This is an optimization exercise on Yosys and OpenROAD, whose aim is small area, a short achievable clock period and few clock cycles per item, not a production implementation. The RTL was checked by simulation tests, not by an equivalence proof against the original design. Power is estimated from default activity; no workload was simulated.

==> job 6020: inputs <==
==> flow/design.v (excerpt) <==
module cvu_contexts (
    input  wire        clk,
    input  wire        rst,
    input  wire        req_valid,
    output wire        req_ready,
    input  wire        req_write,
    input  wire [7:0]  req_waddr,
    input  wire [31:0] req_wdata,
    input  wire [3:0]  req_be,
    output wire        rsp_valid,
    output wire [31:0] rsp_rdata
);
export LEC_CHECK = 0
export CAP_MARGIN = 20
export CORE_MARGIN = 2
export CORE_UTILIZATION = 45
export PLACE_DENSITY = 0.6
export SETUP_SLACK_MARGIN = 4.5
export SLEW_MARGIN = 20
create_clock -name core_clock -period 8.0 [get_ports {clk}]
run.sh (not shown) runs the stock make flow with config.mk's settings and CLKGATE_MAP_FILE= SYNTH_SCRIPT=/design/flow/synth_recipe.tcl, a recipe that flattens the netlist after the stock synthesis.
==> job 153: changes against job 6020 <==
--- a/flow/design.v
+++ b/flow/design.v
@@ -250,27 +250,25 @@
             f_c16_2[29] = 1'b0;
             f_c16_2[30] = 1'b0;
             f_c16_2[31] = 1'b0;
         end
     endfunction
-    function [31:0] crc_two;
-        input [31:0] s;
-        input [7:0]  b0;
-        input        e0;
-        input [7:0]  b1;
-        input        e1;
-        input [1:0]  alg;
-        reg   [7:0]  bb;
-        reg   [31:0] t1, t2;
+    function [1:0] lane_first;
+        input [3:0] e;
+        input       swap;
         begin
-            bb = e0 ? b0 : b1;
-            case (alg)
-                ALG_CRC32: begin t1 = f_c32_1(s, bb, 8'h0);  t2 = f_c32_2(s, b0, b1);  end
-                ALG_CRC16: begin t1 = f_c16_1(s, bb, 8'h0);  t2 = f_c16_2(s, b0, b1);  end
-                default:   begin t1 = f_c32c_1(s, bb, 8'h0); t2 = f_c32c_2(s, b0, b1); end
-            endcase
-            crc_two = (e0 & e1) ? t2 : (e0 | e1) ? t1 : s;
+            if (!swap) lane_first = e[0] ? 2'd0 : e[1] ? 2'd1 : e[2] ? 2'd2 : 2'd3;
+            else       lane_first = e[3] ? 2'd3 : e[2] ? 2'd2 : e[1] ? 2'd1 : 2'd0;
+        end
+    endfunction
+    function [1:0] lane_second;
+        input [3:0] e;
+        input       swap;
+        reg   [3:0] m;
+        begin
+            m = e & ~(4'b0001 << lane_first(e, swap));
+            lane_second = lane_first(m, swap);
         end
     endfunction
     reg        stall_q;
     reg        a_v;
     reg        a_wr;
@@ -323,46 +321,41 @@
     reg        r_v;
     reg [3:0]  r_ctx;
     reg        r_feed, r_cfgw, r_init, r_stw, r_cntw, r_rd;
     reg [2:0]  r_rsel;           
     reg [31:0] r_wd;             
-    reg [3:0]  r_be;
+    reg [2:0]  r_nb;             
+    reg [8:0]  r_k;              
     reg [31:0] r_s;
     reg [31:0] r_cnt;
     reg [1:0]  r_alg;
     reg        r_swap;
     reg        x_v;
     reg [3:0]  x_ctx;
     reg        x_feed, x_ws, x_wc, x_wcfg;
     reg [31:0] x_data;           
+    reg [31:0] x_rdata;          
     reg [31:0] x_cnt;
     reg [1:0]  x_alg;
     reg        x_swap;
-    reg [7:0]  x_b2, x_b3;
-    reg        x_e2, x_e3;
+    reg [3:0]  x_k;              
+    reg [15:0] x_bytes;
     reg        w_v;
     reg [3:0]  w_ctx;
     reg [15:0] w_oh;             
     reg        w_ws, w_wc, w_wcfg;
     reg [31:0] w_s;
     reg [31:0] w_cnt;
     reg [1:0]  w_alg;
     reg        w_swap;
     reg        r_usew;           
-    wire [31:0] x_s_fin = x_feed ? crc_two(x_data, x_b2, x_e2, x_b3, x_e3, x_alg) : x_data;
+    wire [31:0] x_s_fin = ({32{x_k[0]}} & f_c32c_2(x_data, x_bytes[7:0], x_bytes[15:8])) |
+                          ({32{x_k[1]}} & f_c32_2(x_data, x_bytes[7:0], x_bytes[15:8]))  |
+                          ({32{x_k[2]}} & f_c16_2(x_data, x_bytes[7:0], x_bytes[15:8]))  |
+                          ({32{x_k[3]}} & x_data);
     wire        r_16 = (r_alg == ALG_CRC16);
-    wire [7:0]  ob0 = r_wd[7:0];
-    wire [7:0]  ob1 = r_wd[15:8];
-    wire [7:0]  ob2 = r_wd[23:16];
-    wire [7:0]  ob3 = r_wd[31:24];
-    wire        oe0 = r_be[0];
-    wire        oe1 = r_be[1];
-    wire        oe2 = r_be[2];
-    wire        oe3 = r_be[3];
-    wire [2:0]  r_nb = {2'b00, r_be[0]} + {2'b00, r_be[1]} + {2'b00, r_be[2]} + {2'b00, r_be[3]};
     wire [31:0] r_sv    = r_usew ? w_s : r_s;
-    wire [31:0] r_s_two = crc_two(r_sv, ob0, oe0, ob1, oe1, r_alg);
     wire [31:0] r_s_simple = r_init ? (r_16 ? 32'h0000FFFF : 32'hFFFFFFFF)
                                     : (r_16 ? {16'h0, r_wd[15:0]} : r_wd);
     wire [31:0] r_cnt_simple = r_init ? 32'h0 : r_wd;
     reg [31:0] r_rdata;
     always @(*) begin
@@ -386,13 +379,26 @@
             rf_cnt  = rf_cnt  | (cnt_all[32*k +: 32] & {32{a_oh[k]}});
             rf_alg  = rf_alg  | (alg_all[2*k +: 2]   & {2{a_oh[k]}});
             rf_swap = rf_swap | (swap_all[k] & a_oh[k]);
         end
     end
-    wire hit_r = r_v && (r_ctx == a_ctx);
-    wire hit_x = x_v && (x_ctx == a_ctx);
-    wire hit_w = w_v && (w_ctx == a_ctx);
+    reg hit_r, hit_x, hit_w;
+    always @(posedge clk) begin
+        if (rst) begin
+            hit_r <= 1'b0;
+            hit_x <= 1'b0;
+            hit_w <= 1'b0;
+        end else if (stall_q) begin
+            hit_r <= 1'b0;
+            hit_x <= hit_r;
+            hit_w <= hit_x;
+        end else begin
+            hit_r <= a_v && (a_ctx == in_ctx);
+            hit_x <= r_v && (r_ctx == in_ctx);
+            hit_w <= x_v && (x_ctx == in_ctx);
+        end
+    end
     wire hit_rs = hit_r && (r_init || r_stw);
     wire a_usew = !hit_rs && hit_x && x_ws && x_feed;
     wire [31:0] a_s = hit_rs           ? r_s_simple :
                       (hit_x && x_ws)  ? x_data     :
                       (hit_w && w_ws)  ? w_s        : rf_s;
@@ -403,12 +409,28 @@
                         (hit_x && x_wcfg) ? x_alg     :
                         (hit_w && w_wcfg) ? w_alg     : rf_alg;
     wire        a_swap = (hit_r && r_cfgw) ? r_wd[4] :
                          (hit_x && x_wcfg) ? x_swap  :
                          (hit_w && w_wcfg) ? w_swap  : rf_swap;
+    wire [1:0] a_l0f = lane_first(a_be, 1'b0),  a_l1f = lane_first(a_be, 1'b1);
+    wire [1:0] a_l0s = lane_second(a_be, 1'b0), a_l1s = lane_second(a_be, 1'b1);
+    wire [1:0] a_l0l = lane_first(a_be, 1'b1),  a_l1l = lane_first(a_be, 1'b0);
+    wire       a_all = &a_be;
+    wire [1:0] a_lf  = a_swap ? a_l1f : a_l0f;
+    wire [1:0] a_ls  = a_swap ? a_l1s : a_l0s;
+    wire [1:0] a_ll  = a_swap ? a_l1l : a_l0l;
+    wire [1:0] a_lx  = a_all ? (a_swap ? 2'd1 : 2'd2) : a_ls;
+    wire [31:0] a_pack = {a_wd[8*a_ll +: 8], a_wd[8*a_lx +: 8], a_wd[8*a_ls +: 8], a_wd[8*a_lf +: 8]};
     wire a_ok  = a_v && !stall_q;
     wire a_cw  = a_wr && a_ctxacc;
+    wire       a_feedop = a_cw && (a_reg == R_FEED);
+    wire [2:0] a_nb  = {2'b00, a_be[0]} + {2'b00, a_be[1]} + {2'b00, a_be[2]} + {2'b00, a_be[3]};
+    wire       a_one = a_nb[0];
+    wire       a_two = !a_nb[0] && (a_nb[2] || a_nb[1]);
+    wire       a_c32  = (a_alg == ALG_CRC32);
+    wire       a_c16  = (a_alg == ALG_CRC16);
+    wire       a_c32c = !a_c32 && !a_c16;
     always @(posedge clk) begin
         if (rst)
             r_v <= 1'b0;
         else
             r_v <= a_ok;
@@ -418,38 +440,57 @@
         r_init <= a_cw && (a_reg == R_CMD) && a_wd[0];
         r_stw  <= a_cw && (a_reg == R_STATE);
         r_cntw <= a_cw && (a_reg == R_COUNT);
         r_rd   <= !a_wr;
         r_rsel <= a_dg ? 3'd6 : a_ctxacc ? ((a_reg[2:1] == 2'b11) ? 3'd7 : a_reg) : 3'd7;
-        r_wd   <= (a_dg && !a_wr)                      ? {26'h0, dg_q} :
-                  (a_cw && (a_reg == R_FEED) && a_swap) ? {a_wd[7:0], a_wd[15:8], a_wd[23:16], a_wd[31:24]} :
-                                                          a_wd;
-        r_be   <= a_swap ? {a_be[0], a_be[1], a_be[2], a_be[3]} : a_be;
+        r_wd   <= (a_dg && !a_wr)             ? {26'h0, dg_q} :
+                  (a_cw && (a_reg == R_FEED)) ? a_pack :
+                                                a_wd;
+        r_nb   <= a_nb;
+        r_k[0] <= a_feedop && a_one && a_c32c;
+        r_k[1] <= a_feedop && a_one && a_c32;
+        r_k[2] <= a_feedop && a_one && a_c16;
+        r_k[3] <= a_feedop && a_two && a_c32c;
+        r_k[4] <= a_feedop && a_two && a_c32;
+        r_k[5] <= a_feedop && a_two && a_c16;
+        r_k[6] <= a_feedop && (a_nb == 3'd0);
+        r_k[7] <= !a_wr;
+        r_k[8] <= a_wr && !a_feedop;
         r_s    <= a_s;
         r_cnt  <= a_cnt;
         r_alg  <= a_alg;
         r_swap <= a_swap;
         r_usew <= a_usew;
     end
+    wire x_two_n = r_feed && (r_nb[2] || (r_nb[1] && r_nb[0]));
     always @(posedge clk) begin
         if (rst)
             x_v <= 1'b0;
         else
             x_v <= r_v;
         x_ctx  <= r_ctx;
         x_feed <= r_feed;
         x_ws   <= r_v && (r_feed || r_init || r_stw);
         x_wc   <= r_v && (r_feed || r_init || r_cntw);
         x_wcfg <= r_v && r_cfgw;
-        x_data <= r_feed ? r_s_two : r_rd ? r_rdata : r_s_simple;
+        x_data <= ({32{r_k[0]}} & f_c32c_1(r_sv, r_wd[7:0], 8'h0))        |
+                  ({32{r_k[1]}} & f_c32_1(r_sv, r_wd[7:0], 8'h0))         |
+                  ({32{r_k[2]}} & f_c16_1(r_sv, r_wd[7:0], 8'h0))         |
+                  ({32{r_k[3]}} & f_c32c_2(r_sv, r_wd[7:0], r_wd[15:8])) |
+                  ({32{r_k[4]}} & f_c32_2(r_sv, r_wd[7:0], r_wd[15:8]))  |
+                  ({32{r_k[5]}} & f_c16_2(r_sv, r_wd[7:0], r_wd[15:8]))  |
+                  ({32{r_k[6]}} & r_sv)                                  |
+                  ({32{r_k[8]}} & r_s_simple);
+        x_rdata <= r_rdata;
         x_cnt  <= r_feed ? r_cnt + {29'h0, r_nb} : r_cnt_simple;
         x_alg  <= r_cfgw ? r_wd[1:0] : r_alg;
         x_swap <= r_wd[4];
-        x_b2   <= ob2;
-        x_b3   <= ob3;
-        x_e2   <= oe2;
-        x_e3   <= oe3;
+        x_k[0]  <= x_two_n && (r_alg != ALG_CRC32) && (r_alg != ALG_CRC16);
+        x_k[1]  <= x_two_n && (r_alg == ALG_CRC32);
+        x_k[2]  <= x_two_n && (r_alg == ALG_CRC16);
+        x_k[3]  <= !x_two_n;
+        x_bytes <= r_wd[31:16];
     end
     always @(posedge clk) begin
         if (rst) begin
             w_v  <= 1'b0;
             w_oh <= 16'h0;
@@ -492,7 +533,7 @@
             end
         end
     endgenerate
     assign req_ready = ~stall_q;
     assign rsp_valid = x_v;
-    assign rsp_rdata = x_data;
+    assign rsp_rdata = x_rdata;
 endmodule
CORE_UTILIZATION = 60   (was 45)
CTS_BUF_LIST = sky130_fd_sc_hd__clkbuf_16   (was unset)
CTS_CLUSTER_DIAMETER = 60   (was unset)
CTS_CLUSTER_SIZE = 30   (was unset)
PLACE_DENSITY = 0.72   (was 0.6)
SETUP_SLACK_MARGIN = 5.0   (was 4.5)
==> notes <==
Of job 6020 and job 153, job 153 has the higher core utilization (gap 18 points). Clock power: job 153 is smaller than job 6020 (about 13%). Of job 153 and job 6020, job 153 has the higher sequential cell count (gap 38). Between job 153 and job 6020, the lower critical path depth is in job 6020 (gap 1). In job 153 the sequential power is higher than in job 6020, by about 2%. Against job 153, the die area of job 6020 is larger by 41%. In job 6020 the non-clock buffer count is higher than in job 153, by 11. Between job 6020 and job 153, the lower final cell count is in job 153 (gap about 20%, measured against job 153). Between job 153 and job 6020, the lower design area is in job 153 (gap 6.2%, measured against job 6020). Between job 153 and job 6020, the lower register-to-register slack is in job 6020 (gap 0.56 ns). Job 153 completed without violations. Job 6020 produced a clean layout.
==> figures <==
| quantity | job 153 | job 6020 |
|---|---|---|
| Result of the run | finished clean | finished clean |
| Worst-case headroom to the max-slew limit | 17.4% | 9.87% |
| Largest net degree at the start of global routing | 129 | 81 |
| Worst Hold Slack | 0.333 ns | 0.335 ns |
| Non-clk invs | 63 | 30 |
| Met2 Routed Length | 99,400 microns | 113,000 microns |
| Drt first-iter violations | 6,868 | 6,874 |
| Final wirelength | 222,000 microns | 258,000 microns |
| # nets final | 5,000 | 5,653 |
| Tap cell count | 1,403 | 2,044 |
| Final clock skew | 0.0341 ns | 0.0501 ns |
| Fraction of the mapped netlist area in adder cells | 0.307% | 0.231% |
| Clock tree buffer count of the final layout | 113 | 199 |
| Instance count on the critical path | 10 | 9 |
| Slew at the pin closest to its max-slew limit | 1.24 ns | 1.35 ns |
| Share of the synthesized area in compound gates (AO/OA/AOI/OAI) | 13.3% | 13.7% |
| Depth of the CTS H-tree | 3 | 4 |
| Slowest-stage cell, CP | dfxtp_4 | mux2i_2 |
| Fillcell total | 7,547 | 13,300 |
| Switching share of power | 33.5% | 35.6% |
| Detailed placement HPWL | 134,000 microns | 160,000 microns |
Testbench counts of job 6020, summed over its fixed seeds: cycles 24,624, accesses 24,000.
Testbench counts of job 153, summed over its fixed seeds: cycles 24,624, accesses 24,000.

## re-timing with driven ports
How much do the figures lean on ideal ports? The routed layouts below were timed once more, with nothing changed but the port constraints. Step 1: set_driving_cell puts a clkbuf_16 on clk and a buf_2 on each other input, an assumption about the parent block. Step 2 times the ports against the registers' clock, not the clock port: input delays grow and output delays shrink by t, the midpoint of the rising clock arrivals with the driver on. a / b / c = ideal / step 1 / step 2; a / b = the first two.
run	shift t [ns]	setup WS [ns]	worst slew at a driven data input, ns
job 6020	0.870	4.347 / 4.347 / 3.778	0.09
job 153	0.809	4.903 / 4.903 / 4.286	0.05
After both steps every run listed still meets setup and hold. The setup slack of job 153, which loses most, moves by 0.000 ns with the drivers and by -0.617 ns with both steps.
